This design comes from an exercise in tuning for small area, a short achievable clock period and few clock cycles on the open sky130 flow, not from production work.
Only simulation tests tie the RTL to the original design; equivalence was not proved.
Power and IR drop assume default switching activity.

$ cat design.v
module crc_engine (
    input  wire [1:0]  poly,
    input  wire [31:0] c,
    input  wire [31:0] d,
    output reg  [31:0] crc1,
    output reg  [31:0] crc4
);
    wire [7:0] p0_1, p0_4;
    wire [15:0] p1_1, p1_4;
    wire [31:0] p2_1, p2_4;
    wire [31:0] p3_1, p3_4;
    wire x_0_0 = c[0] ^ d[0];
    wire x_0_8 = c[0] ^ d[8];
    wire x_10_10 = c[10] ^ d[10];
    wire x_10_2 = c[10] ^ d[2];
    wire x_11_11 = c[11] ^ d[11];
    wire x_11_3 = c[11] ^ d[3];
    wire x_12_12 = c[12] ^ d[12];
    wire x_12_4 = c[12] ^ d[4];
    wire x_13_13 = c[13] ^ d[13];
    wire x_13_5 = c[13] ^ d[5];
    wire x_14_14 = c[14] ^ d[14];
    wire x_14_6 = c[14] ^ d[6];
    wire x_15_15 = c[15] ^ d[15];
    wire x_15_7 = c[15] ^ d[7];
    wire x_16_16 = c[16] ^ d[16];
    wire x_17_17 = c[17] ^ d[17];
    wire x_18_18 = c[18] ^ d[18];
    wire x_19_19 = c[19] ^ d[19];
    wire x_1_1 = c[1] ^ d[1];
    wire x_1_9 = c[1] ^ d[9];
    wire x_20_20 = c[20] ^ d[20];
    wire x_21_21 = c[21] ^ d[21];
    wire x_22_22 = c[22] ^ d[22];
    wire x_23_23 = c[23] ^ d[23];
    wire x_24_24 = c[24] ^ d[24];
    wire x_25_25 = c[25] ^ d[25];
    wire x_26_26 = c[26] ^ d[26];
    wire x_27_27 = c[27] ^ d[27];
    wire x_28_28 = c[28] ^ d[28];
    wire x_29_29 = c[29] ^ d[29];
    wire x_2_10 = c[2] ^ d[10];
    wire x_2_2 = c[2] ^ d[2];
    wire x_30_30 = c[30] ^ d[30];
    wire x_31_31 = c[31] ^ d[31];
    wire x_3_11 = c[3] ^ d[11];
    wire x_3_3 = c[3] ^ d[3];
    wire x_4_12 = c[4] ^ d[12];
    wire x_4_4 = c[4] ^ d[4];
    wire x_5_13 = c[5] ^ d[13];
    wire x_5_5 = c[5] ^ d[5];
    wire x_6_14 = c[6] ^ d[14];
    wire x_6_6 = c[6] ^ d[6];
    wire x_7_15 = c[7] ^ d[15];
    wire x_7_7 = c[7] ^ d[7];
    wire x_8_0 = c[8] ^ d[0];
    wire x_8_8 = c[8] ^ d[8];
    wire x_9_1 = c[9] ^ d[1];
    wire x_9_9 = c[9] ^ d[9];
    assign p0_1[0] = ((x_0_0 ^ x_4_4) ^ (x_5_5 ^ x_6_6));
    assign p0_1[1] = ((x_1_1 ^ x_5_5) ^ (x_6_6 ^ x_7_7));
    assign p0_1[2] = ((x_4_4 ^ x_5_5) ^ (x_7_7 ^ (x_0_0 ^ x_2_2)));
    assign p0_1[3] = ((x_0_0 ^ x_1_1) ^ (x_3_3 ^ x_4_4));
    assign p0_1[4] = ((x_0_0 ^ x_1_1) ^ (x_2_2 ^ x_6_6));
    assign p0_1[5] = ((x_1_1 ^ x_2_2) ^ (x_3_3 ^ x_7_7));
    assign p0_1[6] = (x_4_4 ^ (x_2_2 ^ x_3_3));
    assign p0_1[7] = (x_5_5 ^ (x_3_3 ^ x_4_4));
    assign p0_4[0] = ((x_7_7 ^ ((d[23] ^ d[24]) ^ (d[28] ^ d[29]))) ^ ((x_1_1 ^ x_4_4) ^ (((d[30] ^ d[8]) ^ x_0_0) ^ (d[9] ^ (d[18] ^ d[21])))));
    assign p0_4[1] = ((((d[22] ^ d[25]) ^ (d[29] ^ d[30])) ^ ((d[31] ^ d[8]) ^ x_1_1)) ^ ((d[9] ^ (d[10] ^ d[19])) ^ (x_2_2 ^ x_5_5)));
    assign p0_4[2] = ((((x_0_0 ^ x_1_1) ^ (x_2_2 ^ x_3_3)) ^ (x_7_7 ^ ((d[10] ^ d[11]) ^ (d[16] ^ d[18])))) ^ ((x_4_4 ^ x_6_6) ^ (((d[20] ^ d[21]) ^ (d[24] ^ d[26])) ^ ((d[28] ^ d[29]) ^ (d[31] ^ d[8])))));
    assign p0_4[3] = ((x_5_5 ^ ((d[16] ^ d[17]) ^ (d[18] ^ d[19]))) ^ ((((d[22] ^ d[23]) ^ (d[24] ^ d[25])) ^ ((d[27] ^ d[28]) ^ x_0_0)) ^ ((d[8] ^ (d[11] ^ d[12])) ^ (x_2_2 ^ x_3_3))));
    assign p0_4[4] = ((x_7_7 ^ ((d[12] ^ d[13]) ^ (d[17] ^ d[19]))) ^ ((x_3_3 ^ x_6_6) ^ (((d[20] ^ d[21]) ^ (d[24] ^ d[25])) ^ ((d[26] ^ d[30]) ^ x_0_0))));
    assign p0_4[5] = ((((d[13] ^ d[14]) ^ (d[18] ^ d[20])) ^ ((d[21] ^ d[22]) ^ (d[25] ^ d[26]))) ^ (((d[27] ^ d[31]) ^ x_1_1) ^ (x_4_4 ^ x_7_7)));
    assign p0_4[6] = ((((d[21] ^ d[22]) ^ (d[23] ^ d[26])) ^ ((d[27] ^ d[28]) ^ x_2_2)) ^ (x_5_5 ^ ((d[14] ^ d[15]) ^ (d[16] ^ d[19]))));
    assign p0_4[7] = ((((d[20] ^ d[22]) ^ (d[23] ^ d[27])) ^ ((d[28] ^ d[29]) ^ x_0_0)) ^ ((d[8] ^ (d[15] ^ d[17])) ^ (x_3_3 ^ x_6_6)));
    assign p1_1[0] = (x_12_4 ^ x_8_0);
    assign p1_1[1] = (x_13_5 ^ x_9_1);
    assign p1_1[2] = (x_10_2 ^ x_14_6);
    assign p1_1[3] = (x_11_3 ^ x_15_7);
    assign p1_1[4] = x_12_4;
    assign p1_1[5] = (x_8_0 ^ (x_12_4 ^ x_13_5));
    assign p1_1[6] = (x_9_1 ^ (x_13_5 ^ x_14_6));
    assign p1_1[7] = (x_15_7 ^ (x_10_2 ^ x_14_6));
    assign p1_1[8] = (x_15_7 ^ (c[0] ^ x_11_3));
    assign p1_1[9] = (c[1] ^ x_12_4);
    assign p1_1[10] = (c[2] ^ x_13_5);
    assign p1_1[11] = (c[3] ^ x_14_6);
    assign p1_1[12] = ((c[4] ^ x_12_4) ^ (x_15_7 ^ x_8_0));
    assign p1_1[13] = (x_9_1 ^ (c[5] ^ x_13_5));
    assign p1_1[14] = (x_14_6 ^ (c[6] ^ x_10_2));
    assign p1_1[15] = (x_15_7 ^ (c[7] ^ x_11_3));
    assign p1_4[0] = ((x_6_14 ^ ((d[20] ^ d[24]) ^ x_10_2)) ^ ((x_3_11 ^ x_4_12) ^ ((d[28] ^ (d[16] ^ d[19])) ^ (x_11_3 ^ x_12_4))));
    assign p1_4[1] = ((x_7_15 ^ ((d[21] ^ d[25]) ^ x_11_3)) ^ ((x_4_12 ^ x_5_13) ^ ((d[29] ^ (d[17] ^ d[20])) ^ (x_12_4 ^ x_13_5))));
    assign p1_4[2] = ((x_8_0 ^ ((d[22] ^ d[26]) ^ x_12_4)) ^ ((x_5_13 ^ x_6_14) ^ ((d[30] ^ (d[18] ^ d[21])) ^ (x_13_5 ^ x_14_6))));
    assign p1_4[3] = ((x_9_1 ^ ((d[23] ^ d[27]) ^ x_13_5)) ^ ((x_6_14 ^ x_7_15) ^ ((d[31] ^ (d[19] ^ d[22])) ^ (x_14_6 ^ x_15_7))));
    assign p1_4[4] = ((((d[16] ^ d[20]) ^ (d[23] ^ d[28])) ^ (x_0_8 ^ x_10_2)) ^ ((x_14_6 ^ x_15_7) ^ (x_7_15 ^ x_8_0)));
    assign p1_4[5] = ((((x_0_8 ^ x_10_2) ^ (x_12_4 ^ x_15_7)) ^ ((x_1_9 ^ x_3_11) ^ (x_4_12 ^ x_6_14))) ^ ((x_8_0 ^ x_9_1) ^ (((d[16] ^ d[17]) ^ (d[19] ^ d[20])) ^ ((d[21] ^ d[24]) ^ (d[28] ^ d[29])))));
    assign p1_4[6] = ((((x_13_5 ^ x_1_9) ^ (x_2_10 ^ x_4_12)) ^ (x_9_1 ^ ((d[17] ^ d[18]) ^ (d[20] ^ d[21])))) ^ ((x_5_13 ^ x_7_15) ^ (((d[22] ^ d[25]) ^ (d[29] ^ d[30])) ^ (x_10_2 ^ x_11_3))));
    assign p1_4[7] = ((((x_12_4 ^ x_14_6) ^ (x_2_10 ^ x_3_11)) ^ (x_8_0 ^ ((d[18] ^ d[19]) ^ (d[21] ^ d[22])))) ^ ((x_5_13 ^ x_6_14) ^ (((d[23] ^ d[26]) ^ (d[30] ^ d[31])) ^ (x_10_2 ^ x_11_3))));
    assign p1_4[8] = ((((x_0_8 ^ x_11_3) ^ (x_12_4 ^ x_13_5)) ^ ((x_15_7 ^ x_3_11) ^ (x_4_12 ^ x_6_14))) ^ ((x_7_15 ^ x_9_1) ^ (((d[20] ^ d[22]) ^ (d[23] ^ d[27])) ^ (d[31] ^ (d[16] ^ d[19])))));
    assign p1_4[9] = ((((x_13_5 ^ x_14_6) ^ (x_1_9 ^ x_4_12)) ^ (x_8_0 ^ ((d[16] ^ d[17]) ^ (d[20] ^ d[21])))) ^ ((x_5_13 ^ x_7_15) ^ (((d[23] ^ d[28]) ^ x_0_8) ^ (x_10_2 ^ x_12_4))));
    assign p1_4[10] = ((((x_11_3 ^ x_13_5) ^ (x_14_6 ^ x_15_7)) ^ ((x_1_9 ^ x_2_10) ^ (x_5_13 ^ x_6_14))) ^ ((x_8_0 ^ x_9_1) ^ (((d[21] ^ d[22]) ^ x_0_8) ^ (d[29] ^ (d[17] ^ d[18])))));
    assign p1_4[11] = ((((x_15_7 ^ x_1_9) ^ (x_2_10 ^ x_3_11)) ^ (x_9_1 ^ ((d[22] ^ d[23]) ^ x_10_2))) ^ ((x_6_14 ^ x_7_15) ^ ((d[30] ^ (d[18] ^ d[19])) ^ (x_12_4 ^ x_14_6))));
    assign p1_4[12] = ((x_8_0 ^ ((d[24] ^ d[28]) ^ x_0_8)) ^ (((d[31] ^ (d[16] ^ d[23])) ^ (x_12_4 ^ x_13_5)) ^ ((x_15_7 ^ x_2_10) ^ (x_6_14 ^ x_7_15))));
    assign p1_4[13] = (((x_14_6 ^ x_1_9) ^ (x_3_11 ^ x_7_15)) ^ ((x_8_0 ^ x_9_1) ^ (((d[16] ^ d[17]) ^ (d[25] ^ d[29])) ^ (x_0_8 ^ x_13_5))));
    assign p1_4[14] = (((x_15_7 ^ x_1_9) ^ (x_2_10 ^ x_4_12)) ^ ((x_8_0 ^ x_9_1) ^ (((d[17] ^ d[18]) ^ (d[26] ^ d[30])) ^ (x_10_2 ^ x_14_6))));
    assign p1_4[15] = ((x_9_1 ^ ((d[18] ^ d[19]) ^ (d[27] ^ d[31]))) ^ ((x_3_11 ^ x_5_13) ^ ((x_10_2 ^ x_11_3) ^ (x_15_7 ^ x_2_10))));
    assign p2_1[0] = (c[8] ^ x_2_2);
    assign p2_1[1] = (x_3_3 ^ (c[9] ^ x_0_0));
    assign p2_1[2] = ((c[10] ^ x_0_0) ^ (x_1_1 ^ x_4_4));
    assign p2_1[3] = ((c[11] ^ x_1_1) ^ (x_2_2 ^ x_5_5));
    assign p2_1[4] = ((x_2_2 ^ x_3_3) ^ (x_6_6 ^ (c[12] ^ x_0_0)));
    assign p2_1[5] = ((x_3_3 ^ x_4_4) ^ (x_7_7 ^ (c[13] ^ x_1_1)));
    assign p2_1[6] = (x_5_5 ^ (c[14] ^ x_4_4));
    assign p2_1[7] = ((c[15] ^ x_0_0) ^ (x_5_5 ^ x_6_6));
    assign p2_1[8] = ((c[16] ^ x_1_1) ^ (x_6_6 ^ x_7_7));
    assign p2_1[9] = (c[17] ^ x_7_7);
    assign p2_1[10] = (c[18] ^ x_2_2);
    assign p2_1[11] = (c[19] ^ x_3_3);
    assign p2_1[12] = (x_4_4 ^ (c[20] ^ x_0_0));
    assign p2_1[13] = ((c[21] ^ x_0_0) ^ (x_1_1 ^ x_5_5));
    assign p2_1[14] = ((c[22] ^ x_1_1) ^ (x_2_2 ^ x_6_6));
    assign p2_1[15] = ((c[23] ^ x_2_2) ^ (x_3_3 ^ x_7_7));
    assign p2_1[16] = ((x_2_2 ^ x_3_3) ^ (x_4_4 ^ (c[24] ^ x_0_0)));
    assign p2_1[17] = ((x_4_4 ^ x_5_5) ^ ((c[25] ^ x_0_0) ^ (x_1_1 ^ x_3_3)));
    assign p2_1[18] = (((x_1_1 ^ x_2_2) ^ (x_4_4 ^ x_5_5)) ^ (x_6_6 ^ (c[26] ^ x_0_0)));
    assign p2_1[19] = (((x_2_2 ^ x_3_3) ^ (x_5_5 ^ x_6_6)) ^ (x_7_7 ^ (c[27] ^ x_1_1)));
    assign p2_1[20] = ((x_4_4 ^ x_6_6) ^ (x_7_7 ^ (c[28] ^ x_3_3)));
    assign p2_1[21] = ((x_4_4 ^ x_5_5) ^ (x_7_7 ^ (c[29] ^ x_2_2)));
    assign p2_1[22] = ((x_3_3 ^ x_5_5) ^ (x_6_6 ^ (c[30] ^ x_2_2)));
    assign p2_1[23] = ((x_4_4 ^ x_6_6) ^ (x_7_7 ^ (c[31] ^ x_3_3)));
    assign p2_1[24] = ((x_4_4 ^ x_5_5) ^ (x_7_7 ^ (x_0_0 ^ x_2_2)));
    assign p2_1[25] = ((x_5_5 ^ x_6_6) ^ ((x_0_0 ^ x_1_1) ^ (x_2_2 ^ x_3_3)));
    assign p2_1[26] = (((x_2_2 ^ x_3_3) ^ (x_4_4 ^ x_6_6)) ^ (x_7_7 ^ (x_0_0 ^ x_1_1)));
    assign p2_1[27] = ((x_4_4 ^ x_5_5) ^ (x_7_7 ^ (x_1_1 ^ x_3_3)));
    assign p2_1[28] = ((x_0_0 ^ x_4_4) ^ (x_5_5 ^ x_6_6));
    assign p2_1[29] = ((x_5_5 ^ x_6_6) ^ (x_7_7 ^ (x_0_0 ^ x_1_1)));
    assign p2_1[30] = ((x_0_0 ^ x_1_1) ^ (x_6_6 ^ x_7_7));
    assign p2_1[31] = (x_1_1 ^ x_7_7);
    assign p2_4[0] = ((((x_26_26 ^ x_2_2) ^ (x_3_3 ^ x_4_4)) ^ (x_8_8 ^ (x_0_0 ^ x_16_16))) ^ ((x_6_6 ^ x_7_7) ^ ((x_1_1 ^ x_20_20) ^ (x_22_22 ^ x_23_23))));
    assign p2_4[1] = ((((x_2_2 ^ x_3_3) ^ (x_4_4 ^ x_5_5)) ^ (x_9_9 ^ (x_17_17 ^ x_1_1))) ^ ((x_7_7 ^ x_8_8) ^ ((x_21_21 ^ x_23_23) ^ (x_24_24 ^ x_27_27))));
    assign p2_4[2] = ((((x_24_24 ^ x_25_25) ^ (x_28_28 ^ x_2_2)) ^ ((x_3_3 ^ x_4_4) ^ (x_5_5 ^ x_6_6))) ^ ((x_8_8 ^ x_9_9) ^ ((x_0_0 ^ x_10_10) ^ (x_18_18 ^ x_22_22))));
    assign p2_4[3] = ((((x_23_23 ^ x_25_25) ^ (x_26_26 ^ x_29_29)) ^ ((x_3_3 ^ x_4_4) ^ (x_5_5 ^ x_6_6))) ^ ((x_7_7 ^ x_9_9) ^ ((x_10_10 ^ x_11_11) ^ (x_19_19 ^ x_1_1))));
    assign p2_4[4] = ((((x_24_24 ^ x_26_26) ^ (x_27_27 ^ x_2_2)) ^ ((x_30_30 ^ x_4_4) ^ (x_5_5 ^ x_6_6))) ^ ((x_7_7 ^ x_8_8) ^ ((x_10_10 ^ x_11_11) ^ (x_12_12 ^ x_20_20))));
    assign p2_4[5] = ((((x_12_12 ^ x_13_13) ^ (x_21_21 ^ x_25_25)) ^ ((x_27_27 ^ x_28_28) ^ (x_31_31 ^ x_3_3))) ^ (((x_5_5 ^ x_6_6) ^ (x_7_7 ^ x_8_8)) ^ (x_9_9 ^ (x_0_0 ^ x_11_11))));
    assign p2_4[6] = ((((x_20_20 ^ x_23_23) ^ (x_28_28 ^ x_29_29)) ^ (x_9_9 ^ (x_0_0 ^ x_10_10))) ^ ((x_2_2 ^ x_3_3) ^ ((x_12_12 ^ x_13_13) ^ (x_14_14 ^ x_16_16))));
    assign p2_4[7] = ((((x_1_1 ^ x_21_21) ^ (x_24_24 ^ x_29_29)) ^ (x_4_4 ^ (x_10_10 ^ x_11_11))) ^ ((x_30_30 ^ x_3_3) ^ ((x_13_13 ^ x_14_14) ^ (x_15_15 ^ x_17_17))));
    assign p2_4[8] = ((((x_15_15 ^ x_16_16) ^ (x_18_18 ^ x_22_22)) ^ ((x_25_25 ^ x_2_2) ^ (x_30_30 ^ x_31_31))) ^ ((x_4_4 ^ x_5_5) ^ ((x_0_0 ^ x_11_11) ^ (x_12_12 ^ x_14_14))));
    assign p2_4[9] = ((((x_17_17 ^ x_19_19) ^ (x_20_20 ^ x_22_22)) ^ ((x_2_2 ^ x_31_31) ^ (x_4_4 ^ x_5_5))) ^ ((x_7_7 ^ x_8_8) ^ ((x_0_0 ^ x_12_12) ^ (x_13_13 ^ x_15_15))));
    assign p2_4[10] = (((x_4_4 ^ x_5_5) ^ (x_7_7 ^ x_9_9)) ^ (((x_0_0 ^ x_13_13) ^ (x_14_14 ^ x_18_18)) ^ ((x_21_21 ^ x_22_22) ^ (x_26_26 ^ x_2_2))));
    assign p2_4[11] = (((x_3_3 ^ x_5_5) ^ (x_6_6 ^ x_8_8)) ^ (((x_10_10 ^ x_14_14) ^ (x_15_15 ^ x_19_19)) ^ ((x_1_1 ^ x_22_22) ^ (x_23_23 ^ x_27_27))));
    assign p2_4[12] = (((x_4_4 ^ x_6_6) ^ (x_7_7 ^ x_9_9)) ^ (((x_11_11 ^ x_15_15) ^ (x_16_16 ^ x_20_20)) ^ ((x_23_23 ^ x_24_24) ^ (x_28_28 ^ x_2_2))));
    assign p2_4[13] = ((((x_24_24 ^ x_25_25) ^ (x_29_29 ^ x_3_3)) ^ (x_8_8 ^ (x_0_0 ^ x_10_10))) ^ ((x_5_5 ^ x_7_7) ^ ((x_12_12 ^ x_16_16) ^ (x_17_17 ^ x_21_21))));
    assign p2_4[14] = ((((x_18_18 ^ x_1_1) ^ (x_22_22 ^ x_25_25)) ^ ((x_26_26 ^ x_30_30) ^ (x_4_4 ^ x_6_6))) ^ ((x_8_8 ^ x_9_9) ^ ((x_0_0 ^ x_11_11) ^ (x_13_13 ^ x_17_17))));
    assign p2_4[15] = ((((x_19_19 ^ x_1_1) ^ (x_23_23 ^ x_26_26)) ^ ((x_27_27 ^ x_2_2) ^ (x_31_31 ^ x_5_5))) ^ ((x_7_7 ^ x_9_9) ^ ((x_10_10 ^ x_12_12) ^ (x_14_14 ^ x_18_18))));
    assign p2_4[16] = ((((x_13_13 ^ x_15_15) ^ (x_16_16 ^ x_19_19)) ^ ((x_1_1 ^ x_22_22) ^ (x_23_23 ^ x_24_24))) ^ (((x_26_26 ^ x_27_27) ^ (x_28_28 ^ x_4_4)) ^ (x_7_7 ^ (x_10_10 ^ x_11_11))));
    assign p2_4[17] = ((((x_14_14 ^ x_16_16) ^ (x_17_17 ^ x_20_20)) ^ ((x_23_23 ^ x_24_24) ^ (x_25_25 ^ x_27_27))) ^ (((x_28_28 ^ x_29_29) ^ (x_2_2 ^ x_5_5)) ^ (x_8_8 ^ (x_11_11 ^ x_12_12))));
    assign p2_4[18] = ((((x_0_0 ^ x_12_12) ^ (x_13_13 ^ x_15_15)) ^ ((x_17_17 ^ x_18_18) ^ (x_21_21 ^ x_24_24))) ^ (((x_25_25 ^ x_26_26) ^ (x_28_28 ^ x_29_29)) ^ ((x_30_30 ^ x_3_3) ^ (x_6_6 ^ x_9_9))));
    assign p2_4[19] = (((x_31_31 ^ x_4_4) ^ ((x_13_13 ^ x_14_14) ^ (x_16_16 ^ x_18_18))) ^ ((x_7_7 ^ (x_0_0 ^ x_10_10)) ^ (((x_19_19 ^ x_1_1) ^ (x_22_22 ^ x_25_25)) ^ ((x_26_26 ^ x_27_27) ^ (x_29_29 ^ x_30_30)))));
    assign p2_4[20] = (((x_5_5 ^ x_6_6) ^ ((x_14_14 ^ x_15_15) ^ (x_16_16 ^ x_17_17))) ^ ((x_7_7 ^ (x_0_0 ^ x_11_11)) ^ (((x_19_19 ^ x_22_22) ^ (x_27_27 ^ x_28_28)) ^ ((x_30_30 ^ x_31_31) ^ (x_3_3 ^ x_4_4)))));
    assign p2_4[21] = ((((x_26_26 ^ x_28_28) ^ (x_29_29 ^ x_2_2)) ^ (x_5_5 ^ (x_0_0 ^ x_12_12))) ^ ((x_31_31 ^ x_3_3) ^ ((x_15_15 ^ x_17_17) ^ (x_18_18 ^ x_22_22))));
    assign p2_4[22] = (((x_2_2 ^ x_30_30) ^ (x_7_7 ^ x_8_8)) ^ (((x_13_13 ^ x_18_18) ^ (x_19_19 ^ x_20_20)) ^ ((x_22_22 ^ x_26_26) ^ (x_27_27 ^ x_29_29))));
    assign p2_4[23] = ((((x_27_27 ^ x_28_28) ^ (x_30_30 ^ x_31_31)) ^ (x_9_9 ^ (x_0_0 ^ x_14_14))) ^ ((x_3_3 ^ x_8_8) ^ ((x_19_19 ^ x_20_20) ^ (x_21_21 ^ x_23_23))));
    assign p2_4[24] = ((((x_10_10 ^ x_15_15) ^ (x_16_16 ^ x_21_21)) ^ ((x_23_23 ^ x_24_24) ^ (x_26_26 ^ x_28_28))) ^ (((x_29_29 ^ x_2_2) ^ (x_31_31 ^ x_3_3)) ^ ((x_6_6 ^ x_7_7) ^ (x_8_8 ^ x_9_9))));
    assign p2_4[25] = ((((x_17_17 ^ x_1_1) ^ (x_20_20 ^ x_23_23)) ^ ((x_24_24 ^ x_25_25) ^ (x_26_26 ^ x_27_27))) ^ (((x_29_29 ^ x_2_2) ^ (x_30_30 ^ x_6_6)) ^ (x_9_9 ^ (x_10_10 ^ x_11_11))));
    assign p2_4[26] = ((((x_12_12 ^ x_18_18) ^ (x_21_21 ^ x_24_24)) ^ ((x_25_25 ^ x_26_26) ^ (x_27_27 ^ x_28_28))) ^ (((x_2_2 ^ x_30_30) ^ (x_31_31 ^ x_3_3)) ^ (x_7_7 ^ (x_10_10 ^ x_11_11))));
    assign p2_4[27] = (((x_31_31 ^ x_6_6) ^ ((x_12_12 ^ x_13_13) ^ (x_16_16 ^ x_19_19))) ^ ((x_7_7 ^ (x_0_0 ^ x_11_11)) ^ (((x_1_1 ^ x_20_20) ^ (x_23_23 ^ x_25_25)) ^ ((x_27_27 ^ x_28_28) ^ (x_29_29 ^ x_2_2)))));
    assign p2_4[28] = ((((x_13_13 ^ x_14_14) ^ (x_16_16 ^ x_17_17)) ^ ((x_21_21 ^ x_22_22) ^ (x_23_23 ^ x_24_24))) ^ (((x_28_28 ^ x_29_29) ^ (x_30_30 ^ x_4_4)) ^ (x_6_6 ^ (x_0_0 ^ x_12_12))));
    assign p2_4[29] = ((((x_0_0 ^ x_13_13) ^ (x_14_14 ^ x_15_15)) ^ ((x_17_17 ^ x_18_18) ^ (x_1_1 ^ x_22_22))) ^ (((x_23_23 ^ x_24_24) ^ (x_25_25 ^ x_29_29)) ^ ((x_30_30 ^ x_31_31) ^ (x_5_5 ^ x_7_7))));
    assign p2_4[30] = ((((x_24_24 ^ x_25_25) ^ (x_30_30 ^ x_31_31)) ^ (x_7_7 ^ (x_14_14 ^ x_15_15))) ^ ((x_3_3 ^ x_4_4) ^ ((x_18_18 ^ x_19_19) ^ (x_20_20 ^ x_22_22))));
    assign p2_4[31] = ((((x_25_25 ^ x_2_2) ^ (x_31_31 ^ x_3_3)) ^ (x_7_7 ^ (x_0_0 ^ x_15_15))) ^ ((x_5_5 ^ x_6_6) ^ ((x_19_19 ^ x_1_1) ^ (x_21_21 ^ x_22_22))));
    assign p3_1[0] = ((x_3_3 ^ x_4_4) ^ ((c[8] ^ x_0_0) ^ (x_1_1 ^ x_2_2)));
    assign p3_1[1] = (((x_1_1 ^ x_2_2) ^ (x_3_3 ^ x_4_4)) ^ (x_5_5 ^ (c[9] ^ x_0_0)));
    assign p3_1[2] = (((x_2_2 ^ x_3_3) ^ (x_4_4 ^ x_5_5)) ^ (x_6_6 ^ (c[10] ^ x_1_1)));
    assign p3_1[3] = (((x_3_3 ^ x_4_4) ^ (x_5_5 ^ x_6_6)) ^ (x_7_7 ^ (c[11] ^ x_2_2)));
    assign p3_1[4] = ((x_6_6 ^ x_7_7) ^ ((c[12] ^ x_1_1) ^ (x_2_2 ^ x_5_5)));
    assign p3_1[5] = ((x_4_4 ^ x_6_6) ^ (x_7_7 ^ (c[13] ^ x_1_1)));
    assign p3_1[6] = ((x_5_5 ^ x_7_7) ^ ((c[14] ^ x_1_1) ^ (x_3_3 ^ x_4_4)));
    assign p3_1[7] = ((x_3_3 ^ x_5_5) ^ (x_6_6 ^ (c[15] ^ x_1_1)));
    assign p3_1[8] = ((x_6_6 ^ x_7_7) ^ ((c[16] ^ x_0_0) ^ (x_2_2 ^ x_4_4)));
    assign p3_1[9] = ((x_5_5 ^ x_7_7) ^ ((c[17] ^ x_0_0) ^ (x_2_2 ^ x_4_4)));
    assign p3_1[10] = ((x_4_4 ^ x_5_5) ^ (x_6_6 ^ (c[18] ^ x_2_2)));
    assign p3_1[11] = ((x_5_5 ^ x_6_6) ^ (x_7_7 ^ (c[19] ^ x_3_3)));
    assign p3_1[12] = ((x_6_6 ^ x_7_7) ^ ((c[20] ^ x_1_1) ^ (x_2_2 ^ x_3_3)));
    assign p3_1[13] = (x_7_7 ^ (c[21] ^ x_1_1));
    assign p3_1[14] = ((c[22] ^ x_1_1) ^ (x_3_3 ^ x_4_4));
    assign p3_1[15] = ((x_2_2 ^ x_4_4) ^ (x_5_5 ^ (c[23] ^ x_0_0)));
    assign p3_1[16] = ((x_5_5 ^ x_6_6) ^ ((c[24] ^ x_0_0) ^ (x_1_1 ^ x_3_3)));
    assign p3_1[17] = (((x_1_1 ^ x_2_2) ^ (x_4_4 ^ x_6_6)) ^ (x_7_7 ^ (c[25] ^ x_0_0)));
    assign p3_1[18] = ((c[26] ^ x_4_4) ^ (x_5_5 ^ x_7_7));
    assign p3_1[19] = (((c[27] ^ x_0_0) ^ (x_1_1 ^ x_2_2)) ^ ((x_3_3 ^ x_4_4) ^ (x_5_5 ^ x_6_6)));
    assign p3_1[20] = (((c[28] ^ x_1_1) ^ (x_2_2 ^ x_3_3)) ^ ((x_4_4 ^ x_5_5) ^ (x_6_6 ^ x_7_7)));
    assign p3_1[21] = ((x_6_6 ^ x_7_7) ^ ((c[29] ^ x_0_0) ^ (x_1_1 ^ x_5_5)));
    assign p3_1[22] = ((x_6_6 ^ x_7_7) ^ ((c[30] ^ x_0_0) ^ (x_3_3 ^ x_4_4)));
    assign p3_1[23] = ((x_3_3 ^ x_5_5) ^ (x_7_7 ^ (c[31] ^ x_2_2)));
    assign p3_1[24] = (x_6_6 ^ (x_1_1 ^ x_2_2));
    assign p3_1[25] = ((x_0_0 ^ x_2_2) ^ (x_3_3 ^ x_7_7));
    assign p3_1[26] = x_2_2;
    assign p3_1[27] = x_3_3;
    assign p3_1[28] = (x_0_0 ^ x_4_4);
    assign p3_1[29] = (x_5_5 ^ (x_0_0 ^ x_1_1));
    assign p3_1[30] = ((x_0_0 ^ x_1_1) ^ (x_2_2 ^ x_6_6));
    assign p3_1[31] = ((x_2_2 ^ x_3_3) ^ (x_7_7 ^ (x_0_0 ^ x_1_1)));
    assign p3_4[0] = (((x_7_7 ^ x_9_9) ^ ((x_11_11 ^ x_14_14) ^ (x_15_15 ^ x_16_16))) ^ (((x_2_2 ^ x_4_4) ^ (x_5_5 ^ x_6_6)) ^ (((x_1_1 ^ x_20_20) ^ (x_23_23 ^ x_24_24)) ^ ((x_25_25 ^ x_26_26) ^ (x_27_27 ^ x_28_28)))));
    assign p3_4[1] = (((x_7_7 ^ x_8_8) ^ ((x_10_10 ^ x_12_12) ^ (x_15_15 ^ x_16_16))) ^ (((x_2_2 ^ x_3_3) ^ (x_5_5 ^ x_6_6)) ^ (((x_17_17 ^ x_21_21) ^ (x_24_24 ^ x_25_25)) ^ ((x_26_26 ^ x_27_27) ^ (x_28_28 ^ x_29_29)))));
    assign p3_4[2] = (((x_8_8 ^ x_9_9) ^ ((x_11_11 ^ x_13_13) ^ (x_16_16 ^ x_17_17))) ^ (((x_3_3 ^ x_4_4) ^ (x_6_6 ^ x_7_7)) ^ (((x_18_18 ^ x_22_22) ^ (x_25_25 ^ x_26_26)) ^ ((x_27_27 ^ x_28_28) ^ (x_29_29 ^ x_30_30)))));
    assign p3_4[3] = ((((x_28_28 ^ x_29_29) ^ (x_30_30 ^ x_31_31)) ^ ((x_4_4 ^ x_5_5) ^ (x_7_7 ^ x_8_8))) ^ ((x_9_9 ^ (x_0_0 ^ x_10_10)) ^ (((x_12_12 ^ x_14_14) ^ (x_17_17 ^ x_18_18)) ^ ((x_19_19 ^ x_23_23) ^ (x_26_26 ^ x_27_27)))));
    assign p3_4[4] = (((x_4_4 ^ x_7_7) ^ ((x_13_13 ^ x_14_14) ^ (x_16_16 ^ x_18_18))) ^ ((x_8_8 ^ (x_0_0 ^ x_10_10)) ^ (((x_19_19 ^ x_23_23) ^ (x_25_25 ^ x_26_26)) ^ ((x_29_29 ^ x_2_2) ^ (x_30_30 ^ x_31_31)))));
    assign p3_4[5] = ((((x_17_17 ^ x_19_19) ^ (x_23_23 ^ x_25_25)) ^ ((x_28_28 ^ x_2_2) ^ (x_30_30 ^ x_31_31))) ^ (((x_3_3 ^ x_4_4) ^ (x_6_6 ^ x_7_7)) ^ (x_8_8 ^ (x_0_0 ^ x_16_16))));
    assign p3_4[6] = ((((x_11_11 ^ x_14_14) ^ (x_15_15 ^ x_16_16)) ^ ((x_17_17 ^ x_18_18) ^ (x_23_23 ^ x_25_25))) ^ (((x_27_27 ^ x_28_28) ^ (x_29_29 ^ x_2_2)) ^ ((x_31_31 ^ x_3_3) ^ (x_6_6 ^ x_8_8))));
    assign p3_4[7] = (((x_5_5 ^ x_6_6) ^ ((x_0_0 ^ x_11_11) ^ (x_12_12 ^ x_14_14))) ^ (((x_29_29 ^ x_2_2) ^ (x_30_30 ^ x_3_3)) ^ (((x_17_17 ^ x_18_18) ^ (x_19_19 ^ x_1_1)) ^ ((x_20_20 ^ x_23_23) ^ (x_25_25 ^ x_27_27)))));
    assign p3_4[8] = (((x_6_6 ^ x_7_7) ^ ((x_12_12 ^ x_13_13) ^ (x_15_15 ^ x_18_18))) ^ (((x_30_30 ^ x_31_31) ^ (x_3_3 ^ x_4_4)) ^ (((x_19_19 ^ x_1_1) ^ (x_20_20 ^ x_21_21)) ^ ((x_24_24 ^ x_26_26) ^ (x_28_28 ^ x_2_2)))));
    assign p3_4[9] = (((x_8_8 ^ x_9_9) ^ ((x_0_0 ^ x_11_11) ^ (x_13_13 ^ x_15_15))) ^ (((x_29_29 ^ x_31_31) ^ (x_3_3 ^ x_6_6)) ^ (((x_19_19 ^ x_1_1) ^ (x_21_21 ^ x_22_22)) ^ ((x_23_23 ^ x_24_24) ^ (x_26_26 ^ x_28_28)))));
    assign p3_4[10] = ((x_6_6 ^ (x_10_10 ^ x_11_11)) ^ (((x_12_12 ^ x_15_15) ^ (x_22_22 ^ x_26_26)) ^ ((x_28_28 ^ x_29_29) ^ (x_30_30 ^ x_5_5))));
    assign p3_4[11] = (((x_30_30 ^ x_31_31) ^ (x_6_6 ^ x_7_7)) ^ (((x_0_0 ^ x_11_11) ^ (x_12_12 ^ x_13_13)) ^ ((x_16_16 ^ x_23_23) ^ (x_27_27 ^ x_29_29))));
    assign p3_4[12] = ((((x_27_27 ^ x_2_2) ^ (x_30_30 ^ x_31_31)) ^ ((x_4_4 ^ x_5_5) ^ (x_6_6 ^ x_8_8))) ^ ((x_9_9 ^ (x_11_11 ^ x_12_12)) ^ (((x_13_13 ^ x_15_15) ^ (x_16_16 ^ x_17_17)) ^ ((x_20_20 ^ x_23_23) ^ (x_25_25 ^ x_26_26)))));
    assign p3_4[13] = (((x_31_31 ^ x_3_3) ^ ((x_11_11 ^ x_12_12) ^ (x_13_13 ^ x_15_15))) ^ ((x_4_4 ^ (x_0_0 ^ x_10_10)) ^ (((x_17_17 ^ x_18_18) ^ (x_1_1 ^ x_20_20)) ^ ((x_21_21 ^ x_23_23) ^ (x_25_25 ^ x_2_2)))));
    assign p3_4[14] = ((((x_12_12 ^ x_13_13) ^ (x_15_15 ^ x_18_18)) ^ ((x_19_19 ^ x_20_20) ^ (x_21_21 ^ x_22_22))) ^ (((x_23_23 ^ x_25_25) ^ (x_27_27 ^ x_28_28)) ^ ((x_3_3 ^ x_6_6) ^ (x_7_7 ^ x_9_9))));
    assign p3_4[15] = (((x_4_4 ^ x_7_7) ^ ((x_13_13 ^ x_14_14) ^ (x_16_16 ^ x_19_19))) ^ ((x_8_8 ^ (x_0_0 ^ x_10_10)) ^ (((x_20_20 ^ x_21_21) ^ (x_22_22 ^ x_23_23)) ^ ((x_24_24 ^ x_26_26) ^ (x_28_28 ^ x_29_29)))));
    assign p3_4[16] = (((x_8_8 ^ x_9_9) ^ ((x_0_0 ^ x_11_11) ^ (x_14_14 ^ x_15_15))) ^ (((x_27_27 ^ x_29_29) ^ (x_30_30 ^ x_5_5)) ^ (((x_17_17 ^ x_1_1) ^ (x_20_20 ^ x_21_21)) ^ ((x_22_22 ^ x_23_23) ^ (x_24_24 ^ x_25_25)))));
    assign p3_4[17] = (((x_6_6 ^ x_9_9) ^ ((x_10_10 ^ x_12_12) ^ (x_15_15 ^ x_16_16))) ^ (((x_28_28 ^ x_2_2) ^ (x_30_30 ^ x_31_31)) ^ (((x_18_18 ^ x_1_1) ^ (x_21_21 ^ x_22_22)) ^ ((x_23_23 ^ x_24_24) ^ (x_25_25 ^ x_26_26)))));
    assign p3_4[18] = (((x_6_6 ^ x_9_9) ^ ((x_0_0 ^ x_10_10) ^ (x_13_13 ^ x_14_14))) ^ (((x_31_31 ^ x_3_3) ^ (x_4_4 ^ x_5_5)) ^ (((x_15_15 ^ x_17_17) ^ (x_19_19 ^ x_1_1)) ^ ((x_20_20 ^ x_22_22) ^ (x_28_28 ^ x_29_29)))));
    assign p3_4[19] = ((x_9_9 ^ (x_10_10 ^ x_18_18)) ^ (((x_21_21 ^ x_24_24) ^ (x_25_25 ^ x_26_26)) ^ ((x_27_27 ^ x_28_28) ^ (x_29_29 ^ x_30_30))));
    assign p3_4[20] = ((x_31_31 ^ (x_10_10 ^ x_11_11)) ^ (((x_19_19 ^ x_22_22) ^ (x_25_25 ^ x_26_26)) ^ ((x_27_27 ^ x_28_28) ^ (x_29_29 ^ x_30_30))));
    assign p3_4[21] = ((((x_12_12 ^ x_14_14) ^ (x_15_15 ^ x_16_16)) ^ ((x_1_1 ^ x_24_24) ^ (x_25_25 ^ x_29_29))) ^ (((x_2_2 ^ x_30_30) ^ (x_31_31 ^ x_4_4)) ^ ((x_5_5 ^ x_6_6) ^ (x_7_7 ^ x_9_9))));
    assign p3_4[22] = (((x_8_8 ^ x_9_9) ^ ((x_0_0 ^ x_10_10) ^ (x_11_11 ^ x_13_13))) ^ (((x_30_30 ^ x_31_31) ^ (x_3_3 ^ x_4_4)) ^ (((x_14_14 ^ x_17_17) ^ (x_1_1 ^ x_20_20)) ^ ((x_23_23 ^ x_24_24) ^ (x_27_27 ^ x_28_28)))));
    assign p3_4[23] = ((((x_23_23 ^ x_26_26) ^ (x_27_27 ^ x_29_29)) ^ (x_7_7 ^ (x_10_10 ^ x_12_12))) ^ ((x_31_31 ^ x_6_6) ^ ((x_16_16 ^ x_18_18) ^ (x_20_20 ^ x_21_21))));
    assign p3_4[24] = (((x_6_6 ^ x_8_8) ^ ((x_14_14 ^ x_15_15) ^ (x_16_16 ^ x_17_17))) ^ ((((x_19_19 ^ x_1_1) ^ (x_20_20 ^ x_21_21)) ^ ((x_22_22 ^ x_23_23) ^ (x_25_25 ^ x_26_26))) ^ (((x_2_2 ^ x_30_30) ^ (x_4_4 ^ x_5_5)) ^ (x_9_9 ^ (x_0_0 ^ x_13_13)))));
    assign p3_4[25] = (((x_6_6 ^ x_7_7) ^ ((x_15_15 ^ x_16_16) ^ (x_17_17 ^ x_18_18))) ^ ((((x_1_1 ^ x_20_20) ^ (x_21_21 ^ x_22_22)) ^ ((x_23_23 ^ x_24_24) ^ (x_26_26 ^ x_27_27))) ^ (((x_2_2 ^ x_31_31) ^ (x_3_3 ^ x_5_5)) ^ (x_9_9 ^ (x_10_10 ^ x_14_14)))));
    assign p3_4[26] = ((((x_14_14 ^ x_17_17) ^ (x_18_18 ^ x_19_19)) ^ ((x_1_1 ^ x_20_20) ^ (x_21_21 ^ x_22_22))) ^ (((x_26_26 ^ x_3_3) ^ (x_5_5 ^ x_8_8)) ^ (x_9_9 ^ (x_0_0 ^ x_10_10))));
    assign p3_4[27] = ((((x_0_0 ^ x_10_10) ^ (x_11_11 ^ x_15_15)) ^ ((x_18_18 ^ x_19_19) ^ (x_1_1 ^ x_20_20))) ^ (((x_21_21 ^ x_22_22) ^ (x_23_23 ^ x_27_27)) ^ ((x_2_2 ^ x_4_4) ^ (x_6_6 ^ x_9_9))));
    assign p3_4[28] = (((x_3_3 ^ x_5_5) ^ ((x_11_11 ^ x_12_12) ^ (x_16_16 ^ x_19_19))) ^ ((x_7_7 ^ (x_0_0 ^ x_10_10)) ^ (((x_1_1 ^ x_20_20) ^ (x_21_21 ^ x_22_22)) ^ ((x_23_23 ^ x_24_24) ^ (x_28_28 ^ x_2_2)))));
    assign p3_4[29] = (((x_4_4 ^ x_6_6) ^ ((x_13_13 ^ x_17_17) ^ (x_1_1 ^ x_20_20))) ^ ((x_8_8 ^ (x_11_11 ^ x_12_12)) ^ (((x_21_21 ^ x_22_22) ^ (x_23_23 ^ x_24_24)) ^ ((x_25_25 ^ x_29_29) ^ (x_2_2 ^ x_3_3)))));
    assign p3_4[30] = (((x_7_7 ^ x_9_9) ^ ((x_0_0 ^ x_12_12) ^ (x_13_13 ^ x_14_14))) ^ (((x_30_30 ^ x_3_3) ^ (x_4_4 ^ x_5_5)) ^ (((x_18_18 ^ x_21_21) ^ (x_22_22 ^ x_23_23)) ^ ((x_24_24 ^ x_25_25) ^ (x_26_26 ^ x_2_2)))));
    assign p3_4[31] = ((((x_25_25 ^ x_26_26) ^ (x_27_27 ^ x_31_31)) ^ ((x_3_3 ^ x_4_4) ^ (x_5_5 ^ x_6_6))) ^ ((x_8_8 ^ (x_0_0 ^ x_10_10)) ^ (((x_13_13 ^ x_14_14) ^ (x_15_15 ^ x_19_19)) ^ ((x_1_1 ^ x_22_22) ^ (x_23_23 ^ x_24_24)))));
    always @(*) begin
        case (poly)
            2'd0: begin crc1 = {24'd0, p0_1}; crc4 = {24'd0, p0_4}; end
            2'd1: begin crc1 = {16'd0, p1_1}; crc4 = {16'd0, p1_4}; end
            2'd2: begin crc1 = p2_1; crc4 = p2_4; end
            default: begin crc1 = p3_1; crc4 = p3_4; end
        endcase
    end
endmodule
module crc_unit (
    input  wire        clk,
    input  wire        rst,
    input  wire        fs,
    input  wire        req,
    input  wire        we,
    input  wire [7:0]  addr,
    input  wire [31:0] wdata,
    output wire        ready,
    output wire [31:0] rdata
);
    reg        wr;        
    reg        fsq;       
    reg [7:2]  aq;        
    reg [31:0] wd;        
    wire [5:0] widx   = aq[7:2];
    wire [2:0] blk    = aq[7:5];    
    wire [2:0] reg_id = aq[4:2];
    reg [3:0] ctl;        
    reg [3:0] mismatch;   
    reg [3:0] mm_sat;     
    reg       cfg_rej;    
    reg [5:0]  cfg     [0:3];
    reg [15:0] cfg2    [0:3];   
    reg [31:0] val     [0:3];   
    reg [31:0] res_raw [0:3];   
    reg [1:0]  res_poly[0:3];   
    reg [2:0]  cnt     [0:3];   
    reg [31:0] mm_cnt  [0:3];
    reg [3:0]  active, open;
    reg [3:0]  val_ok;          
    reg [3:0]  res_ok;          
    reg [3:0] s_ch;                   
    reg [3:0] s_cfg, s_cfg2, s_mm;    
    reg       s_ctl, s_stat;          
    reg [1:0]  poly_s;
    reg [31:0] val_s;
    integer k;
    always @(*) begin
        poly_s = 2'd0;
        val_s  = 32'd0;
        for (k = 0; k < 4; k = k + 1) begin
            poly_s = poly_s | ({2{s_ch[k]}} & cfg[k][1:0]);
            val_s  = val_s  | ({32{s_ch[k]}} & val[k]);
        end
    end
    wire [31:0] crc1, crc4;
    crc_engine u_eng (.poly(poly_s), .c(val_s), .d(wd), .crc1(crc1), .crc4(crc4));
    reg [31:0] init_s;
    always @(*) begin
        case (poly_s)
            2'd0:    init_s = 32'h000000FF;
            2'd1:    init_s = 32'h0000FFFF;
            default: init_s = 32'hFFFFFFFF;
        endcase
    end
    wire [31:0] val_new = !reg_id[2] ? wd : reg_id[1] ? init_s : reg_id[0] ? crc1 : crc4;
    wire [3:0] reject, mm_event, sat_event, end_pend;
    wire [3:0] val_ok_n, res_ok_n, end_pend_n;   
    wire [1:0] res_poly_n [0:3];
    wire [3:0] ctl_n = (wr && widx == 6'd0) ? wd[3:0] : ctl;
    wire [31:0] wd_r = rst ? 32'd0 : wd;    
    genvar c;
    generate
        for (c = 0; c < 4; c = c + 1) begin : chn
            wire [1:0] poly  = cfg[c][1:0];
            wire [2:0] snoop = cfg[c][4:2];
            wire       dir   = cfg[c][5];
            wire sel       = wr && (blk == c + 1);
            wire wr_cfg    = sel && reg_id == 3'd0;
            wire wr_cfg2   = sel && reg_id == 3'd1;
            wire wr_val    = sel && reg_id == 3'd2;
            wire wr_feed32 = sel && reg_id == 3'd4;
            wire wr_feed8  = sel && reg_id == 3'd5;
            wire wr_cmd    = sel && reg_id == 3'd6;
            reg [31:0] mask, residue;
            reg [2:0]  width;
            always @(*) begin
                case (poly)
                    2'd0:    begin mask = 32'h000000FF; residue = 32'h000000C4; width = 3'd1; end
                    2'd1:    begin mask = 32'h0000FFFF; residue = 32'h00000000; width = 3'd2; end
                    2'd2:    begin mask = 32'hFFFFFFFF; residue = 32'hDEBB20E3; width = 3'd4; end
                    default: begin mask = 32'hFFFFFFFF; residue = 32'hB798B438; width = 3'd4; end
                endcase
            end
            assign end_pend[c] = active[c] && !ctl[c] && open[c];
            wire act_a  = fsq ? ctl[c] : active[c];
            wire fs_end = fsq && end_pend[c];
            wire open_a = open[c] && !fs_end;
            wire sw      = act_a && (snoop == 3'd0);
            wire cmd_end = sw && wr_cmd && wd[1] && open_a;
            wire cmd_go  = sw && wr_cmd && wd[0];
            wire feed8   = sw && open_a && wr_feed8;
            wire feed32  = sw && open_a && wr_feed32;
            wire val_wok = !act_a || sw;
            wire val_we  = (wr_val && val_wok) || feed8 || feed32 || cmd_go;
            wire cfg_bad = act_a || (wd[4:2] > 3'd4) || (wd[4:2] == 3'd4 && wd[5]);
            assign reject[c] = (wr_cfg && cfg_bad) || (wr_cfg2 && act_a) || (wr_val && !val_wok);
            wire stream_end = fs_end || cmd_end;
            wire bad_check  = (cnt[c] < width) || ((val[c] & mask) != residue);
            reg [31:0] mm_p;
            reg [7:0]  mm_g, mm_gp;
            integer b;
            always @(*) begin
                for (b = 0; b < 8; b = b + 1)
                    mm_g[b] = &mm_cnt[c][4*b +: 4];
                mm_gp[0] = 1'b1;
                for (b = 1; b < 8; b = b + 1)
                    mm_gp[b] = mm_gp[b - 1] & mm_g[b - 1];
                for (b = 0; b < 32; b = b + 1)
                    mm_p[b] = mm_gp[b / 4] & &(mm_cnt[c][4*(b/4) +: 4] | (4'hF << (b % 4)));
            end
            wire mm_inc = mm_event[c] && !(mm_gp[7] && mm_g[7]);
            wire res_we     = stream_end && !dir;
            assign mm_event[c]  = stream_end && dir && bad_check;
            wire open_n = cmd_go || (open_a && !cmd_end);
            assign val_ok_n[c]   = !rst && (val_ok[c] || val_we);
            assign res_ok_n[c]   = !rst && (res_ok[c] || res_we);
            assign res_poly_n[c] = res_we ? poly : res_poly[c];
            assign end_pend_n[c] = !rst && act_a && !ctl_n[c] && open_n;
            assign sat_event[c] = mm_event[c] && (&mm_cnt[c][31:1]);
            always @(posedge clk) begin
                if (rst) begin
                    mm_cnt[c] <= 32'd0;
                    active[c] <= 1'b0;
                    open[c]   <= 1'b0;
                    val_ok[c] <= 1'b0;
                    res_ok[c] <= 1'b0;
                end else begin
                    active[c] <= act_a;
                    open[c]   <= open_n;
                    mm_cnt[c] <= mm_cnt[c] ^ ({32{mm_inc}} & mm_p);
                    if (val_we)
                        val_ok[c] <= 1'b1;
                    if (res_we)
                        res_ok[c] <= 1'b1;
                end
            end
            always @(posedge clk) begin
                if (rst || (wr_cfg && !cfg_bad))
                    cfg[c] <= wd_r[5:0];
                if (rst || (wr_cfg2 && !act_a))
                    cfg2[c] <= {wd_r[18:16], wd_r[14:8], wd_r[5:0]};
            end
            always @(posedge clk) begin
                if (res_we) begin
                    res_raw[c]  <= val[c];
                    res_poly[c] <= poly;
                end
                if (val_we)
                    val[c] <= val_new;
                if (feed8)
                    cnt[c] <= (cnt[c] >= 3'd3) ? 3'd4 : cnt[c] + 3'd1;
                if (feed32)
                    cnt[c] <= 3'd4;
                if (cmd_go)
                    cnt[c] <= 3'd0;
            end
        end
    endgenerate
    wire stat_wr = wr && widx == 6'd1;
    always @(posedge clk) begin
        if (rst) begin
            ctl      <= 4'd0;
            mismatch <= 4'd0;
            mm_sat   <= 4'd0;
            cfg_rej  <= 1'b0;
        end else begin
            if (wr && widx == 6'd0)
                ctl <= wd[3:0];
            if (stat_wr) begin
                mismatch <= (mismatch & ~wd[3:0]) | mm_event;
                mm_sat   <= (mm_sat & ~wd[7:4]) | sat_event;
                cfg_rej  <= (cfg_rej & ~wd[8]) | (|reject);
            end else begin
                mismatch <= mismatch | mm_event;
                mm_sat   <= mm_sat | sat_event;
                cfg_rej  <= cfg_rej | (|reject);
            end
        end
    end
    reg [3:0] s_rres;   
    reg       s_vok;    
    reg       s_inv_lo, s_keep_mid, s_inv_mid, s_hi;   
    reg [31:0] res_t, mm_t;
    reg [15:0] c2_t;
    reg [5:0]  cfg_t;
    always @(*) begin
        res_t = 32'd0; mm_t = 32'd0; c2_t = 16'd0; cfg_t = 6'd0;
        for (k = 0; k < 4; k = k + 1) begin
            res_t = res_t | ({32{s_rres[k]}} & res_raw[k]);
            mm_t  = mm_t  | ({32{s_mm[k]}} & mm_cnt[k]);
            c2_t  = c2_t  | ({16{s_cfg2[k]}} & cfg2[k]);
            cfg_t = cfg_t | ({6{s_cfg[k]}} & cfg[k]);
        end
    end
    wire [31:0] res_v = {(res_t[31:16] & {16{s_hi}}) ^ {16{s_hi}},
                         (res_t[15:8] & {8{s_keep_mid}}) ^ {8{s_inv_mid}},
                         res_t[7:0] ^ {8{s_inv_lo}}};
    wire [31:0] rval = ({32{s_vok}} & val_s)
                     | res_v
                     | mm_t
                     | {13'd0, c2_t[15:13], 1'b0, c2_t[12:6], 2'b00, c2_t[5:0]}
                     | {26'd0, cfg_t}
                     | ({32{s_ctl}} & {28'd0, ctl})
                     | ({32{s_stat}} & {23'd0, cfg_rej, mm_sat, mismatch});
    wire       a_ch   = addr[7:5] >= 3'd1 && addr[7:5] <= 3'd4;
    wire [1:0] a_c    = addr[6:5] - 2'd1;
    wire       a_rok  = a_ch && addr[4:2] == 3'd3 && res_ok_n[a_c];
    wire [1:0] a_rp   = res_poly_n[a_c];
    reg  rd_ok;
    always @(posedge clk) begin
        aq <= addr[7:2];
        wd <= wdata;
        s_ctl  <= addr[7:2] == 6'd0;
        s_stat <= addr[7:2] == 6'd1;
        s_vok  <= a_ch && addr[4:2] == 3'd2 && val_ok_n[a_c];
        for (k = 0; k < 4; k = k + 1) begin
            s_ch[k]   <= addr[7:5] == k + 1;
            s_cfg[k]  <= addr[7:5] == k + 1 && addr[4:2] == 3'd0;
            s_cfg2[k] <= addr[7:5] == k + 1 && addr[4:2] == 3'd1;
            s_rres[k] <= addr[7:5] == k + 1 && addr[4:2] == 3'd3 && res_ok_n[k];
            s_mm[k]   <= addr[7:5] == k + 1 && addr[4:2] == 3'd7;
        end
        s_inv_lo   <= a_rok && a_rp != 2'd1;
        s_keep_mid <= a_rok && a_rp != 2'd0;
        s_inv_mid  <= a_rok && a_rp[1];
        s_hi       <= a_rok && a_rp[1];
        if (rst) begin
            wr    <= 1'b0;
            fsq   <= 1'b0;
            rd_ok <= 1'b0;
        end else begin
            wr    <= req && we;
            fsq   <= fs;
            rd_ok <= req && !we && !rd_ok && !(fs && (|end_pend_n));
        end
    end
    assign ready = we || rd_ok;
    assign rdata = rval;
endmodule
$ cat flow/run.sh
#!/bin/bash
set -o pipefail
export SETUP_SLACK_MARGIN=5.65
export CTS_ARGS="-sink_clustering_enable -repair_clock_nets -sink_clustering_size 24 -sink_clustering_max_diameter 90 -dont_use_dummy_load"
bash standard.sh > standard.log 2>&1
$ cat standard.sh
#!/bin/bash
# synth_recipe.tcl (not shown) runs the flow's synth.tcl, then flattens the netlist and writes it again
# the make line also repeats each setting of config.mk as NAME=value (left out here)
make -C /OpenROAD-flow-scripts/flow DESIGN_CONFIG=/design/flow/config.mk WORK_HOME=/design/flow/orfs CLKGATE_MAP_FILE= SYNTH_SCRIPT=/design/flow/synth_recipe.tcl "${@:-finish}"
$ cat config.mk
export PLATFORM = sky130hd
export DESIGN_NAME = crc_unit
export DESIGN_NICKNAME = crc_unit
export VERILOG_FILES = /design/flow/design.v
export SDC_FILE = /design/flow/constraint.sdc
export NUM_CORES = 4
export LEC_CHECK = 0
export CAP_MARGIN = 20
export CORE_MARGIN = 2
export CORE_UTILIZATION = 40
export CTS_CLUSTER_DIAMETER = 90
export CTS_CLUSTER_SIZE = 24
export SLEW_MARGIN = 20
$ cat constraint.sdc
create_clock -name core_clock -period 10.0 [get_ports {clk}]
set_input_delay 2.0000 -clock core_clock [delete_from_list [all_inputs] [get_ports {clk}]]
set_output_delay 2.0000 -clock core_clock [all_outputs]
set_load 0.01 [all_outputs]
==> metrics.cfg, run 1 <==
[drt]
ant_nets=0
wl_per_cell_microns=28.2
firstDrtPassIters=8
drt-initial-drc-count=3213
vias=25600
totalWireLength_microns=122000
vias_per_cell=5.91
drcViolationCount=0

[layout]
drive_gt1_share_pct=12.9
insertedDiodeCount=0
fin_nets=3261
stdcell_count=4333
area_growth_pct=12.8

[timing]
finClkSkew_ns=0.105
worst_slew_pin_slew_ns=1.12
hold_viol=0
setup-violations-final=0
tns_ns=0
final_period_minus_worst_setup_slack_ns=4.44
relSlewSlack_pct=25.2
drv_slew=0
fmax_mhz=225
min_period_over_period_pct=44.4
rsz0062_at_grt=yes

[worst_setup_path]
slowest_stage=or2_4
path_delay_family=simple AND/OR/NAND/NOR gates
path_buf_inv=2
required_ns=8.00
worst_r2r_endpoint=val[0][2]
r2r_setup_slack_ns=5.60
critPathMostFrequentCell=buf_6
crit_arrival_ns=2.44
setup.worst_path.class=in -> out
path_cells=buf_6 -> or2_4 -> buf_6
crit_path_start=we
worst_setup_path_end_kind=output port
crit_end=ready
worstSetupStartpointType=input pin
reg2regPathDepth=12
max_stage_delay_ns=0.22
worstReg2RegStart=s_ch[0]
worstSetupPathDepth=3
crit_fanout=2

[yosys]
synth_warnings=9
syn_area_sq_um=34100
synth_ff_type=edfxtp_1
synth_edf_count=344
synthesis.nets=3198
yosysMostFrequentCell=xnor2_1
ys_seq_elements=588
yosysTopAreaCellShare_pct=30.3
netlist_instances=3128
yosysTopAreaCell=edfxtp_1
synth_cell_type_count=88
ys_seq_area_share_pct=44.7
avgSynthCellArea_sq_um=10.9
synth_commonest_cells=xnor2_1, edfxtp_1, nor2_1
yosys-top-cells-area=edfxtp_1, dfxtp_1, xnor2_1, xor2_1, a22oi_1
async_flop_share_pct=0

[clocking]
numCtsBuffers=34
cts_tree=built
insertion_delay_ns=0.60
cts-root-buf=clkbuf_16
clkTransAtPathRegs_ns=0.10
max-clock-path-buffers=3
htreeDepth=2
clkSinkCount=588

[worst_hold_path]
holdCritPathClass=reg -> reg

[floorplanning]
fp.dieH_microns=296
dieArea_sq_um=87500
dieWidth_microns=296
num_rows=107
pin_count=78
initial_core_util_pct=40.2
core_area_sq_um=84700

[pwr]
p_per_area_nw_per_um2=186
p_int_mw=4.56
leakage_nw=12.9
swShare_pct=36.1
p_sw_mw=2.58
clkPwrFrac_pct=19.6
p_comb_share_pct=43.3
pwr-share-seq_pct=37.1
ir_drop_mv=0.232

[place]
placedCellCount=4252
place_congestion=0.986
io_buffers=75
dpl.hpwl_microns=87200

[global_routing]
antenna_found_initial=2
grt_pass1_wl_microns=173000
grt_overflow=0
grt_use_total_pct=27.3
grt_pass1_vias=23900
grt_max_degree=99

[run_status]
status=no timing/DRC/antenna violations

[run]
drv_cap=0

-- timing repair --
action	4_1_cts	5_1_grt
resized for setup	220	81
hold buffers	0	0
gates cloned	5	1
pin swaps	52	47
buffers inserted	19	22
setup endpoints to repair	72	58
-- cell usage in the layout (no fill, tap or decap), drive strengths merged, types with 15 or more instances in the layout --
master,netlist,final
a22o,40,40
mux2i,19,19
nor2,266,266
o21ai,65,65
nand2b,21,21
ha,25,25
nor2b,35,35
xnor2,545,545
buf,49,126
a21oi,107,107
nor4,15,15
clkdlybuf4s50,0,40
nand2,212,212
xor2,286,286
and4,16,16
a222oi,21,21
nand3,95,95
or3,19,19
o22ai,27,27
dfxtp,244,244
nand3b,16,16
nand4,49,49
a221oi,38,38
edfxtp,344,344
xnor3,39,39
nor3,44,44
inv,36,36
a22oi,153,153
a31oi,21,21
clkbuf,112,41
-- worst register-to-register path, cell delays in order, from the launching register on --
cell      delay (ns)
dfxtp_4         0.39
buf_12          0.17
a22oi_2         0.22
nand2_2         0.21
xor2_2          0.21
buf_4           0.26
xnor2_2         0.79
xnor2_2         0.30
xnor3_1         0.41
xnor2_1         0.34
nand2_1         0.11
a311oi_1        0.47
a211oi_2        0.17
-- worst min path at each step --
stage	cells past startpoint	start	end
floorplan	2	val_ok[0]	val_ok[0]
global placement	2	val_ok[2]	val_ok[2]
detailed placement	2	res_poly[0][1]	res_poly[0][1]
CTS	2	mm_sat[2]	mm_sat[2]
global route	2	mm_sat[2]	mm_sat[2]
finish	2	mm_sat[2]	mm_sat[2]
-- power by group through the flow --
stage               clock network (mW)  registers, mW  logic [mW]
CTS                               1.42           2.65        2.98
detailed placement                   0           2.71        2.95
finish                            1.40           2.65        3.09
global placement                     0           2.71        2.95
floorplan                            0           2.68        2.21
global route                      1.50           2.65        3.20
-- metal layers --
layer | track usage (%) | routed length [microns] | up-vias
li1 | - | - | 11300
met1 | 37.0 | 49400 | 12700
met2 | 44.1 | 55700 | 1354
met3 | 3.60 | 11100 | 271
met4 | 11.3 | 5820 | 0
met5 | 0 | 0 | -
-- registers in the layout, indices dropped and copies added (netlist names), 6 cells and up --
register	flops
aq	6
cfg	24
cfg2	64
cnt	12
mm_cnt	128
res_poly	8
res_raw	128
val	128
wd	32
-- stage by stage --
stage / instance area, sq um / hold WS, ns / power (mW) / setup WS (ns) / util, %
detailed placement: 36100 / 0.445 / 5.66 / 4.79 / 42.6
CTS: 37900 / 0.466 / 7.05 / 5.49 / 44.7
finish: 38400 / 0.468 / 7.14 / 5.56 / 45.3
global route: 38400 / 0.483 / 7.35 / 5.53 / 45.3
floorplan: 34100 / 0.424 / 4.88 / 5.65 / -
global placement: 36100 / 0.438 / 5.66 / 4.79 / 42.6
-- cell families after synthesis --
group / Yosys count / share of synthesized area [%]
AOI/OAI and AO/OA: 574 / 12.0
xor gates and xnor gates: 872 / 26.8
adders and majority gates: 27 / 0.977
buffers and inverters: 197 / 2.64
DFF: 588 / 44.7
muxes: 27 / 0.856
and+or+nand+nor: 843 / 12.1
-- area by class of cell --
class                   count  area [sq um]
flip-flops and latches    588         15300
repair buffers            188          1940
clock buffers              34           851
multi-input cells        2343         18800
fillers                  7855         46300
inverters                  36           135
well taps                1144          1430
Testbench counts, summed over its fixed seeds: cycles 57,215.
==> inputs of run 2 (changes only) <==
==> flow/run.sh (replaced) <==
#!/bin/bash
set -o pipefail
export SETUP_SLACK_MARGIN=5.56
export CTS_ARGS="-sink_clustering_enable -repair_clock_nets -sink_clustering_size 24 -sink_clustering_max_diameter 90 -dont_use_dummy_load"
bash standard.sh > standard.log 2>&1
==> run 2 against run 1 <==
  * Still clean on timing, DRC and antenna
  * Critical path depth is 7 higher
  * Setup slack worse by 0.035 ns
  * Register-to-register slack got worse by 0.07 ns
  * Maximum frequency down 0.78%
  * Sequential share of layout area increased by 0.58 points
  * Non-clock buffer count decreased by 24
  * Synthesized cell count stayed put
  * Die area did not move
  * Global-route usage decreased by 0.23 points
  * Combinational power about the same
  * Critical path type is now reg -> reg
  * Largest cell class unchanged
  * Largest power group unchanged
==> metrics.cfg, run 2 <==
[drt]
wl_per_cell_microns=27.9  ; was 28.2 microns
vias=25400  ; was 25600
ant_nets=0  ; unchanged
drcViolationCount=0  ; unchanged
totalWireLength_microns=120000  ; was 122000 microns
drt-initial-drc-count=2996  ; was 3213
firstDrtPassIters=6  ; was 8

[clocking]
htreeDepth=2  ; unchanged
insertion_delay_ns=0.61  ; was 0.60 ns
cts-root-buf=clkbuf_16  ; unchanged
cts_hold_buf=0  ; unchanged
numCtsBuffers=34  ; unchanged
max-clock-path-buffers=3  ; unchanged

[yosys]
synth_xor_area_share_pct=26.8  ; unchanged
async_flop_share_pct=0  ; unchanged
ys_seq_area_share_pct=44.7  ; unchanged
synth_compound_area_share_pct=12.0  ; unchanged
ys_seq_elements=588  ; unchanged
synth_adder_area_share_pct=0.977  ; unchanged
yosysTopAreaCellShare_pct=30.3  ; unchanged
synth.area.mux_share_pct=0.856  ; unchanged
synth_ff_type=edfxtp_1  ; unchanged
synth_commonest_cells=xnor2_1, edfxtp_1, nor2_1  ; unchanged
yosysTopAreaCell=edfxtp_1  ; unchanged
synthesis.nets=3198  ; unchanged
syn_area_sq_um=34100  ; unchanged
yosysMostFrequentCell=xnor2_1  ; unchanged

[layout]
fin_nets=3237  ; was 3261
layout_common_cells=xnor2_1, edfxtp_1, nor2_1, xor2_1, dfxtp_1  ; unchanged
final_area_sq_um=37800  ; was 38400 sq um
nFillCells=7935  ; was 7855
final_common_cell=xnor2_1  ; unchanged
drive_gt1_share_pct=11.1  ; was 12.9%
area_growth_pct=11.0  ; was 12.8%
top_regs=mm_cnt x128, res_raw x128, val x128  ; unchanged

[floorplanning]
pin_count=78  ; unchanged
num_rows=107  ; unchanged
fp.dieH_microns=296  ; unchanged
dieArea_sq_um=87500  ; unchanged
core_area_sq_um=84700  ; unchanged
initial_core_util_pct=40.2  ; unchanged

[global_routing]
met2_usage_pct=43.2  ; was 44.1%
busiest_layer=met2  ; unchanged
met1_usage_pct=36.9  ; was 37.0%
grt_pass1_wl_microns=172000  ; was 173000 microns
grt_use_met3_pct=3.47  ; was 3.60%

[timing]
tns_ns=0  ; unchanged
fmax_mhz=224  ; was 225 MHz
rsz0062_at_grt=yes  ; unchanged
drv_slew=0  ; unchanged
min_period_over_period_pct=44.7  ; was 44.4%
worst_slew_pin_slew_ns=1.11  ; was 1.12 ns
setup-violations-final=0  ; unchanged
final_period_minus_worst_setup_slack_ns=4.47  ; was 4.44 ns
hold_viol=0  ; unchanged

[place]
io_buffers=75  ; unchanged
dpl-instance-area_sq_um=36100  ; unchanged
place_congestion=0.986  ; unchanged
dpl.hpwl_microns=87200  ; unchanged

[worst_hold_path]
holdCritPathClass=reg -> reg  ; unchanged

[pwr]
p_per_area_nw_per_um2=188  ; was 186 nW/um^2
leakage_nw=12.7  ; was 12.9 nW

[worst_setup_path]
slowest_stage=xor2_4  ; was or2_4
critPathMostFrequentCell=xnor2_2  ; was buf_6
crit_fanout=7  ; was 2
worst_setup_path_end_kind=flip-flop  ; was output port
path_cells=a22oi_1 -> nand2_2 -> xor2_4 -> xnor2_2 -> xnor2_2 -> xnor3_1 -> xnor2_1 -> nand2_1 -> a311oi_1 -> a211oi_2  ; was buf_6 -> or2_4 -> buf_6
required_ns=10.26  ; was 8.00 ns
setup.worst_path.class=reg -> reg  ; was in -> out

[run_status]
status=no timing/DRC/antenna violations  ; unchanged

[run]
drv_cap=0  ; unchanged

[run 2: cell counts after synthesis]
No cell type changed its count.
[run 2: power by group]
part | switching [mW] | internal, mW | total, mW
Sequential | 0.0431 | 2.61 | 2.65
Clock | 0.788 | 0.608 | 1.40
Combinational | 1.74 | 1.32 | 3.06
Total | 2.57 | 4.54 | 7.11
[run 2: cell families (layout without fill, tap and decap cells)]
| family | count (synthesis) | count (layout) |
|---|---|---|
| AND/OR/NAND/NOR | 843 | 843 |
| other | 0 | 3 |
| flip-flops | 588 | 588 |
| AO/OA/AOI/OAI | 574 | 574 |
| adder cells (fa/ha/maj) | 27 | 27 |
| multiplexers | 27 | 27 |
| buffers and inverters | 197 | 234 |
| XOR/XNOR | 872 | 872 |
[run 2: stage by stage]
step | worst slack, ns | instances | util, % | hold slack [ns] | total power [mW]
floorplan | 5.65 | 3128 | - | 0.424 | 4.88
global placement | 4.79 | 4252 | 42.6 | 0.438 | 5.66
detailed placement | 4.79 | 4252 | 42.6 | 0.445 | 5.66
CTS | 5.49 | 4300 | 44.4 | 0.466 | 7.05
global route | 5.53 | 4309 | 44.6 | 0.483 | 7.32
finish | 5.53 | 4312 | 44.6 | 0.465 | 7.11
[run 2: what timing repair did]
action	CTS	global route
pin swaps	41	21
endpoints found under the setup margin	52	39
hold endpoints to repair	0	0
cloned	2	1
resized for setup	178	37
buffers inserted	12	8
[run 2: final timing paths]
| kind | from | endpoint | slack [ns] | cells after the start |
|---|---|---|---|---|
| max | val[0][4] | val[0][2] | 5.53 | 10 |
| min reg2reg | val_ok[2] | val_ok[2] | 0.47 | 2 |
| max reg2reg | val[0][4] | val[0][2] | 5.53 | 10 |
| min | val_ok[2] | val_ok[2] | 0.47 | 2 |
[run 2: critical path, delay by kind of cell, from the launching register on]
kind	cells	cell delay (ns)
AOI/OAI and AO/OA	3	0.92
xor gates and xnor gates	5	2.33
DFF	1	0.54
and+or+nand+nor	2	0.35
[run 2: area by class of cell]
cell class | instances | area [sq um] | area share (%)
timing repair buffer | 164 | 1560 | 4.12
sequential | 588 | 15200 | 40.3
clock buffer | 34 | 851 | 2.25
antenna | 3 | 7.51 | 0.0199
multi-input combinational | 2343 | 18600 | 49.2
inverter | 36 | 135 | 0.357
tap | 1144 | 1430 | 3.78
[run 2: per-layer routing]
metal | routed length (microns) | part of all wire [%] | vias up
met5 | 0 | 0 | -
met4 | 5950 | 4.9 | 0
met3 | 10400 | 8.7 | 271
met2 | 54500 | 45 | 1323
met1 | 49500 | 41 | 12500
li1 | - | - | 11300

-- what the ideal ports hide --
Ports are ideal in the flow. The routed layouts listed here were re-timed in OpenROAD. Step 1 (the two cells are an assumption about what drives the block):
set clk [get_ports {clk}]
set_driving_cell -lib_cell sky130_fd_sc_hd__clkbuf_16 $clk
set_driving_cell -lib_cell sky130_fd_sc_hd__buf_2 [delete_from_list [all_inputs] $clk]
Step 2 also shifts input and output timing later by t, the mid clock arrival at the registers, as if the neighbouring blocks saw the same clock. a / b / c = no drivers / after step 1 / after step 2; a / b = the first two.
run	shift t [ns]	slack for setup (ns)	hold slack, ns	worst setup path after step 2	latest minus earliest clock arrival (ns)
run 1	0.614	5.565 / 5.506 / 5.533	0.468 / 0.468 / 0.468	input to output	0.111 / 0.111
run 2	0.618	5.530 / 5.496 / 5.530	0.465 / 0.465 / 0.465	register to register	0.109 / 0.110
After both steps every run listed still meets setup and hold. The setup slack of run 1, which loses most, moves by -0.059 ns with the drivers and by -0.032 ns with both steps.
